Context: an optimization exercise on an open-source flow, tuned for small area and a short achievable clock period. The choices shown serve that exercise and are no tape-out recipe. Only simulation tests tie the RTL to the original design; equivalence was not proved.

Design arb_bank, start of the top module:
module arb_bank (
    input  wire        clk,
    input  wire        rst,           
    input  wire [18:0] req_valid,
    input  wire [75:0] req_len,       
    input  wire [5:0]  req_lnk_rt,    
    output wire [18:0] req_ready,
    input  wire        cfg_we,
    input  wire [4:0]  cfg_addr,      
    input  wire [15:0] cfg_wdata,
    output reg         gnt_valid,
    output reg  [4:0]  gnt_id,
    output reg  [4:0]  owner,         
    output reg  [3:0]  rt_run,
    output reg  [15:0] floor_cnt,
    output reg  [15:0] lfsr
);
Size: ~3800 cells after synthesis, roughly 410 flip-flops, ~190 I/O pins, ~0.030 mm^2 of cells after synthesis.
export LEC_CHECK = 0
export ABC_AREA = 1
export CAP_MARGIN = 40
export CORE_MARGIN = 2
export CORE_UTILIZATION = 40
export SLEW_MARGIN = 40
create_clock -name core_clock -period 62.0 [get_ports {clk}]
standard.sh (not shown) runs the stock make flow with config.mk's settings and CLKGATE_MAP_FILE= SYNTH_SCRIPT=/design/flow/synth_recipe.tcl, a recipe that flattens the netlist after the stock synthesis.
==> flow/flow/run.sh <==
#!/bin/bash
set -euo pipefail
bash standard.sh SETUP_SLACK_MARGIN=47.5 BUFFER_PORTS_ARGS='-buffer_cell sky130_fd_sc_hd__buf_1' finish > layout_make.log 2>&1
Then changed:
==> flow/flow/run.sh (replaced) <==
#!/bin/bash
set -euo pipefail
bash standard.sh SETUP_SLACK_MARGIN=48 BUFFER_PORTS_ARGS='-buffer_cell sky130_fd_sc_hd__buf_1' finish > layout_make.log 2>&1
ABC_AREA = default   (was 1)
Result: The changed run went through all stages and came out clean; non-clock buffer count rises by 107; critical path depth stays the same; routed wire length rises by a few percent; hold slack hardly moves; core utilization rises by 2.8 points; clock skew is about the same; worst setup slack is better by 0.42 ns; die area falls slightly; cell count falls by a little under a tenth.
Then changed:
ABC_AREA = 1   (was default)
CTS_BUF_LIST = sky130_fd_sc_hd__clkbuf_8   (was default)
CTS_CLUSTER_DIAMETER = 45   (was default)
CTS_CLUSTER_SIZE = 14   (was default)
Effect: The changed run went through all stages and came out clean. Non-clock buffer count is lower by 89. Clock-buffer cell count is lower by 21. Utilization is lower by 2.9 points. Routed wire length is lower by a few percent. Die area is higher slightly. First-iteration DRC count is lower by a quarter to a third. Maximum frequency is about the same. Register-to-register slack improved by 0.16 ns.
Then changed:
CTS_BUF_LIST = default   (was sky130_fd_sc_hd__clkbuf_8)
CTS_CLUSTER_DIAMETER = default   (was 45)
CTS_CLUSTER_SIZE = default   (was 14)
GPL_TIMING_DRIVEN = 0   (was default)
Outcome: The changed run passed the timing, DRC and antenna checks; synthesized cell count stays the same; critical path depth increases by 1; final area grows by a few percent.
Then changed:
ABC_AREA = default   (was 1)
CORE_UTILIZATION = 60   (was 40)
GPL_TIMING_DRIVEN = default   (was 0)
What happened: Die area goes down by a quarter to a third; non-clock buffer count falls by 19; clock skew went up by 0.014 ns; routed wire length is higher slightly; sequential cell count is unchanged; utilization came out higher by 24 points; final area increases slightly; cell count goes down by about a fifth.

* * *

== 06-05 ==
Another version of the RTL of arb_bank (not shown whole).
Size: roughly 190 I/O pins, about 0.030 sq mm of cells after synthesis.
==> flow/config.mk <==
export PLATFORM = sky130hd
export DESIGN_NAME = arb_bank
export DESIGN_NICKNAME = arb_bank
export VERILOG_FILES = /design/flow/design.v
export SDC_FILE = /design/flow/constraint.sdc
export NUM_CORES = 4
export LEC_CHECK = 0
export ABC_AREA = 1
export CAP_MARGIN = 40
export CORE_MARGIN = 2
export CORE_UTILIZATION = 40
export CTS_BUF_LIST = sky130_fd_sc_hd__clkbuf_8
export CTS_CLUSTER_DIAMETER = 45
export CTS_CLUSTER_SIZE = 14
export SLEW_MARGIN = 40
==> flow/constraint.sdc <==
create_clock -name core_clock -period 62.0 [get_ports {clk}]
set_input_delay 12.4000 -clock core_clock [delete_from_list [all_inputs] [get_ports {clk}]]
set_output_delay 12.4000 -clock core_clock [all_outputs]
set_load 0.01 [all_outputs]
==> flow/flow/run.sh <==
#!/bin/bash
set -euo pipefail
R=orfs/results/sky130hd/arb_bank/base
bash standard.sh synth > synth_make.log 2>&1
python3 flow/fa_polarity.py $R/1_2_yosys.v > fa_polarity.log 2>&1
touch $R/1_2_yosys.v
bash standard.sh SETUP_SLACK_MARGIN=48.25 BUFFER_PORTS_ARGS='-buffer_cell sky130_fd_sc_hd__buf_1' finish > layout_make.log 2>&1
==> flow/flow/fa_polarity.py <==
#!/usr/bin/env python3
"""Remove inverters around full-adder cells in a flat Yosys netlist of sky130hd cells.

A full adder is self-dual: FA(~a, ~b, ~c) = (~sum, ~cout). Yosys's extract_fa leaves
inverters between adder cells that ABC cannot push through them. This script flips the
polarity of adder cells where that removes more inverters than it adds. Then, where an
inverting gate drives only an inverter, the pair becomes the gate's non-inverting twin
(nand2 + inv -> and2, a21oi + inv -> a21o, xor2 + inv -> xnor2, ...). The netlist is
rewritten in place. Registers and ports are not touched; the logic function is unchanged.
usage: fa_polarity.py NETLIST.v
"""
import re, sys

path = sys.argv[1]
text = open(path).read()
m = re.search(r'^\s*sky130_fd_sc_hd__\w+\s+\S+\s*\(', text, re.M)
head, body = text[:m.start()], text[m.start():]
end = body.rindex('endmodule')
body = body[:end]

inst_re = re.compile(r'\s*(sky130_fd_sc_hd__\w+)\s+(\S+)\s*\((.*?)\);', re.S)
pin_re = re.compile(r'\.(\w+)\(\s*(.*?)\s*\)\s*(?:,|$)', re.S)
cells = {}
order = []
pos = 0
for mm in inst_re.finditer(body):
    assert body[pos:mm.start()].strip() == '', body[pos:mm.start()][:200]
    pos = mm.end()
    typ, name, pins = mm.group(1), mm.group(2), mm.group(3)
    pl = []
    for pm in pin_re.finditer(pins.strip()):
        net = pm.group(2).strip()
        if net.startswith('\\') and not net.endswith(' '):
            net = net + ' '
        pl.append([pm.group(1), net])
    cells[name] = [typ, pl]
    order.append(name)
assert body[pos:].strip() == ''

OUTS = {'X', 'Y', 'Q', 'Q_N', 'SUM', 'COUT', 'HI', 'LO'}
ports = set()
for pm in re.finditer(r'^\s*(input|output|inout)\s+(?:\[[^\]]*\]\s*)?(.*?);', head, re.M):
    for n in pm.group(2).split(','):
        n = n.strip()
        if n.startswith('\\'):
            n = n + ' '
        ports.add(n)

def is_inv(t):
    return t.startswith('sky130_fd_sc_hd__inv_') or t.startswith('sky130_fd_sc_hd__clkinv_')

def is_fa(t):
    return t.startswith('sky130_fd_sc_hd__fa_')

def base(n):
    # a bus bit "name[3]" belongs to port "name"
    b = n.strip()
    if b.startswith('\\'):
        return b + ' '
    return re.sub(r'\[\d+\]$', '', b)

drv, loads = {}, {}
def rebuild():
    drv.clear(); loads.clear()
    for name, (typ, pl) in cells.items():
        for i, (p, n) in enumerate(pl):
            if p in OUTS:
                drv[n] = (name, i)
            else:
                loads.setdefault(n, []).append((name, i))
rebuild()

def is_port(n):
    return base(n) in ports or n.strip() in ports

def inv_of(n):
    """an inverter whose input is net n, or None"""
    for c, i in loads.get(n, []):
        if is_inv(cells[c][0]):
            return c
    return None

def pin(c, p):
    for q, n in cells[c][1]:
        if q == p:
            return n
    return None

def setpin(c, p, net):
    for e in cells[c][1]:
        if e[0] == p:
            e[1] = net

cnt = [0]
def newname(kind):
    cnt[0] += 1
    return '_pol_%s%d_' % (kind, cnt[0])

new_wires = []

def gain(f):
    g = 0
    ins = [pin(f, p) for p in ('A', 'B', 'CIN')]
    seen = set()
    for x in ins:
        if x in seen:
            continue
        seen.add(x)
        if x.startswith("1'") or x.startswith("1'b"):
            return -99
        d = drv.get(x)
        if d and is_inv(cells[d[0]][0]) and not is_port(x):
            rest = [l for l in loads.get(x, []) if l[0] != f]
            if not rest:
                g += 1
        elif inv_of(x) is None:
            g -= 1
    for p in ('SUM', 'COUT'):
        o = pin(f, p)
        other = is_port(o)
        for c, i in loads.get(o, []):
            if is_inv(cells[c][0]) and not is_port(pin(c, 'Y')):
                g += 1
            else:
                other = True
        if other:
            g -= 1
    return g

def flip(f):
    for p in ('A', 'B', 'CIN'):
        x = pin(f, p)
        d = drv.get(x)
        if d and is_inv(cells[d[0]][0]) and not is_port(x):
            y = pin(d[0], 'A')
            setpin(f, p, y)
            rebuild()
            if not loads.get(x):
                del cells[d[0]]
                rebuild()
        else:
            j = inv_of(x)
            if j is not None:
                setpin(f, p, pin(j, 'Y'))
            else:
                nn = newname('n'); new_wires.append(nn)
                ci = newname('i')
                cells[ci] = ['sky130_fd_sc_hd__inv_1', [['A', x], ['Y', nn]]]
                order.append(ci)
                setpin(f, p, nn)
            rebuild()
    for p in ('SUM', 'COUT'):
        o = pin(f, p)
        o2 = newname('n'); new_wires.append(o2)
        setpin(f, p, o2)
        rebuild()
        keep = is_port(o)
        for c, i in list(loads.get(o, [])):
            if is_inv(cells[c][0]) and not is_port(pin(c, 'Y')):
                y = pin(c, 'Y')
                for c2, i2 in loads.get(y, []):
                    cells[c2][1][i2][1] = o2
                del cells[c]
            else:
                keep = True
        if keep:
            ci = newname('i')
            cells[ci] = ['sky130_fd_sc_hd__inv_1', [['A', o2], ['Y', o]]]
            order.append(ci)
        rebuild()

before = sum(1 for c in cells.values() if is_inv(c[0]))
changed = True
flips = 0
while changed:
    changed = False
    for f in list(order):
        if f in cells and is_fa(cells[f][0]) and gain(f) > 0:
            flip(f)
            flips += 1
            changed = True
after = sum(1 for c in cells.values() if is_inv(c[0]))
print('fa_polarity: %d adder cells flipped, inverters %d -> %d' % (flips, before, after))

# inverting gate + inverter -> non-inverting gate (same inputs, same pin names)
TWIN = {
    'nand2_1': 'and2_1', 'nor2_1': 'or2_1', 'xor2_1': 'xnor2_1', 'xnor2_1': 'xor2_1',
    'a21oi_1': 'a21o_1', 'o21ai_0': 'o21a_1', 'o21ai_1': 'o21a_1', 'a22oi_1': 'a22o_1',
    'o22ai_1': 'o22a_1', 'nand3_1': 'and3_1', 'nor3_1': 'or3_1', 'a211oi_1': 'a211o_1',
    'o211ai_1': 'o211a_1', 'a221oi_1': 'a221o_1', 'o221ai_1': 'o221a_1', 'a31oi_1': 'a31o_1',
    'o31ai_1': 'o31a_1', 'nand4_1': 'and4_1', 'nor4_1': 'or4_1', 'nor2b_1': 'or2b_1',
    'nand2b_1': 'and2b_1', 'a21boi_0': 'a21bo_1', 'o21bai_1': 'o21ba_1',
    'a2bb2oi_1': 'a2bb2o_1', 'a32oi_1': 'a32o_1', 'o32ai_1': 'o32a_1',
    'a2111oi_0': 'a2111o_1', 'o2111ai_1': 'o2111a_1', 'nand3b_1': 'and3b_1',
    'nor3b_1': 'or3b_1', 'a311oi_1': 'a311o_1', 'o311ai_0': 'o311a_1', 'a41oi_1': 'a41o_1',
    'o41ai_1': 'o41a_1', 'mux2i_1': 'mux2_1',
}
OUTPIN = {}
for a, b in TWIN.items():
    OUTPIN[a] = 'X' if a.startswith('xor2') else 'Y'
    OUTPIN[b] = 'X' if not b.startswith('xnor2') else 'Y'
merged = 0
for name in list(order):
    if name not in cells or not is_inv(cells[name][0]):
        continue
    a = pin(name, 'A'); y = pin(name, 'Y')
    d = drv.get(a)
    if not d or is_port(a) or len(loads.get(a, [])) != 1:
        continue
    g = d[0]
    short = cells[g][0].replace('sky130_fd_sc_hd__', '')
    if short not in TWIN or cells[g][1][d[1]][0] != OUTPIN[short]:
        continue
    twin = TWIN[short]
    cells[g][0] = 'sky130_fd_sc_hd__' + twin
    cells[g][1][d[1]] = [OUTPIN[twin], y]
    del cells[name]
    rebuild()
    merged += 1
print('fa_polarity: %d gate + inverter pairs merged' % merged)

out = [head.rstrip('\n') + '\n']
for w in new_wires:
    out.append('  wire %s;\n' % w)
for name in order:
    if name not in cells:
        continue
    typ, pl = cells[name]
    out.append('  %s %s (\n%s\n  );\n' % (typ, name, ',\n'.join('    .%s(%s)' % (p, n) for p, n in pl)))
out.append('endmodule\n')
open(path, 'w').write(''.join(out))
The following lists how 08-23 was set up differently from 06-05:
diff --git a/flow/flow/run.sh b/flow/flow/run.sh
--- a/flow/flow/run.sh
+++ b/flow/flow/run.sh
@@ -7 +7 @@
-bash standard.sh SETUP_SLACK_MARGIN=48.25 BUFFER_PORTS_ARGS='-buffer_cell sky130_fd_sc_hd__buf_1' finish > layout_make.log 2>&1
+bash standard.sh SETUP_SLACK_MARGIN=48 BUFFER_PORTS_ARGS='-buffer_cell sky130_fd_sc_hd__buf_1' finish > layout_make.log 2>&1
diff --git a/flow/flow/fa_polarity.py b/flow/flow/fa_polarity.py
--- a/flow/flow/fa_polarity.py
+++ b/flow/flow/fa_polarity.py
@@ -8,2 +8,3 @@
-(nand2 + inv -> and2, a21oi + inv -> a21o, xor2 + inv -> xnor2, ...). The netlist is
-rewritten in place. Registers and ports are not touched; the logic function is unchanged.
+(nand2 + inv -> and2, a21oi + inv -> a21o, xor2 + inv -> xnor2, ...), and an inverter
+that feeds one input of a 2-input gate is taken into the gate (nand2 -> nand2b, ...).
+The netlist is rewritten in place. Registers and ports are not touched; the logic function is unchanged.
@@ -221,0 +223,31 @@
+# inverter feeding one input of a 2-input gate -> the gate's variant with that input
+# inverted: nand2(a, ~x) = nand2b(A_N=x, B=a), nor2(a, ~x) = nor2b(A=a, B_N=x),
+# and2(a, ~x) = and2b(A_N=x, B=a), or2(a, ~x) = or2b(A=a, B_N=x)
+BVAR = {'nand2_1': ('nand2b_1', 'Y'), 'nor2_1': ('nor2b_1', 'Y'),
+        'and2_1': ('and2b_1', 'X'), 'and2_0': ('and2b_1', 'X'), 'or2_1': ('or2b_1', 'X'),
+        'or2_0': ('or2b_1', 'X')}
+absorbed = 0
+for name in list(order):
+    if name not in cells or not is_inv(cells[name][0]):
+        continue
+    x = pin(name, 'A'); y = pin(name, 'Y')
+    L = loads.get(y, [])
+    if is_port(y) or len(L) != 1:
+        continue
+    g, gi = L[0]
+    short = cells[g][0].replace('sky130_fd_sc_hd__', '')
+    if short not in BVAR:
+        continue
+    other = pin(g, 'B' if cells[g][1][gi][0] == 'A' else 'A')
+    out = pin(g, BVAR[short][1])
+    newtyp, outp = BVAR[short]
+    if newtyp.startswith('nand2b') or newtyp.startswith('and2b'):
+        pl = [['A_N', x], ['B', other], [outp, out]]
+    else:
+        pl = [['A', other], ['B_N', x], [outp, out]]
+    cells[g] = ['sky130_fd_sc_hd__' + newtyp, pl]
+    del cells[name]
+    rebuild()
+    absorbed += 1
+print('fa_polarity: %d inverters absorbed into 2-input gates' % absorbed)
+
--- outcome ---
Summary of 08-23 over 06-05: hold slack decreased by 3.5 ps relative to the old numbers, setup slack decreased by 140 ps relative to the old numbers, number of fill cells increased by 98 relative to the old numbers.
Synthesized area essentially unchanged between 08-23 and 06-05.
On 08-23: post-synthesis net count is 32 lower than what 06-05 gave.
Status: met2 track demand over resource parity (08-23, 06-05)

static timing again, ports no longer ideal:
No port has a modelled driver above. Below, the same layouts with a new extraction and two added sets of constraints.
Step 1 (the two cells are an assumption about what drives the block):
set clk [get_ports {clk}]
set_driving_cell -lib_cell sky130_fd_sc_hd__clkbuf_16 $clk
set_driving_cell -lib_cell sky130_fd_sc_hd__buf_2 [delete_from_list [all_inputs] $clk]
Step 2 times the ports against the registers' clock, not the clock port: input delays grow and output delays shrink by t, the midpoint of the rising clock arrivals with the driver on.
Three values: ideal, step 1, step 2; two values: the first two.
run | t (ns) | setup WS [ns] | worst hold slack (ns) | worst slew at a driven data input, ns
the first run of note 1 | 0.640 | 47.600 / 47.540 / 47.355 | 0.463 / 0.463 / 0.463 | 0.05
the second run of note 1 | 0.663 | 48.016 / 47.949 / 47.482 | 0.462 / 0.462 / 0.462 | 0.09
the third run of note 1 | 0.693 | 48.030 / 47.973 / 47.410 | 0.470 / 0.470 / 0.470 | 0.05
the fourth run of note 1 | 0.633 | 48.018 / 47.954 / 47.538 | 0.468 / 0.468 / 0.468 | 0.06
the fifth run of note 1 | 0.661 | 48.005 / 47.942 / 47.409 | 0.462 / 0.462 / 0.462 | 0.10
06-05 | 0.682 | 48.185 / 48.201 / 47.539 | 0.473 / 0.473 / 0.473 | 0.06
08-23 | 0.695 | 48.041 / 47.983 / 47.554 | 0.470 / 0.470 / 0.470 | 0.05
After both steps setup and hold are still met in every run listed. The setup slack of 06-05, which loses most, moves by +0.016 ns with the drivers and by -0.646 ns with both steps.
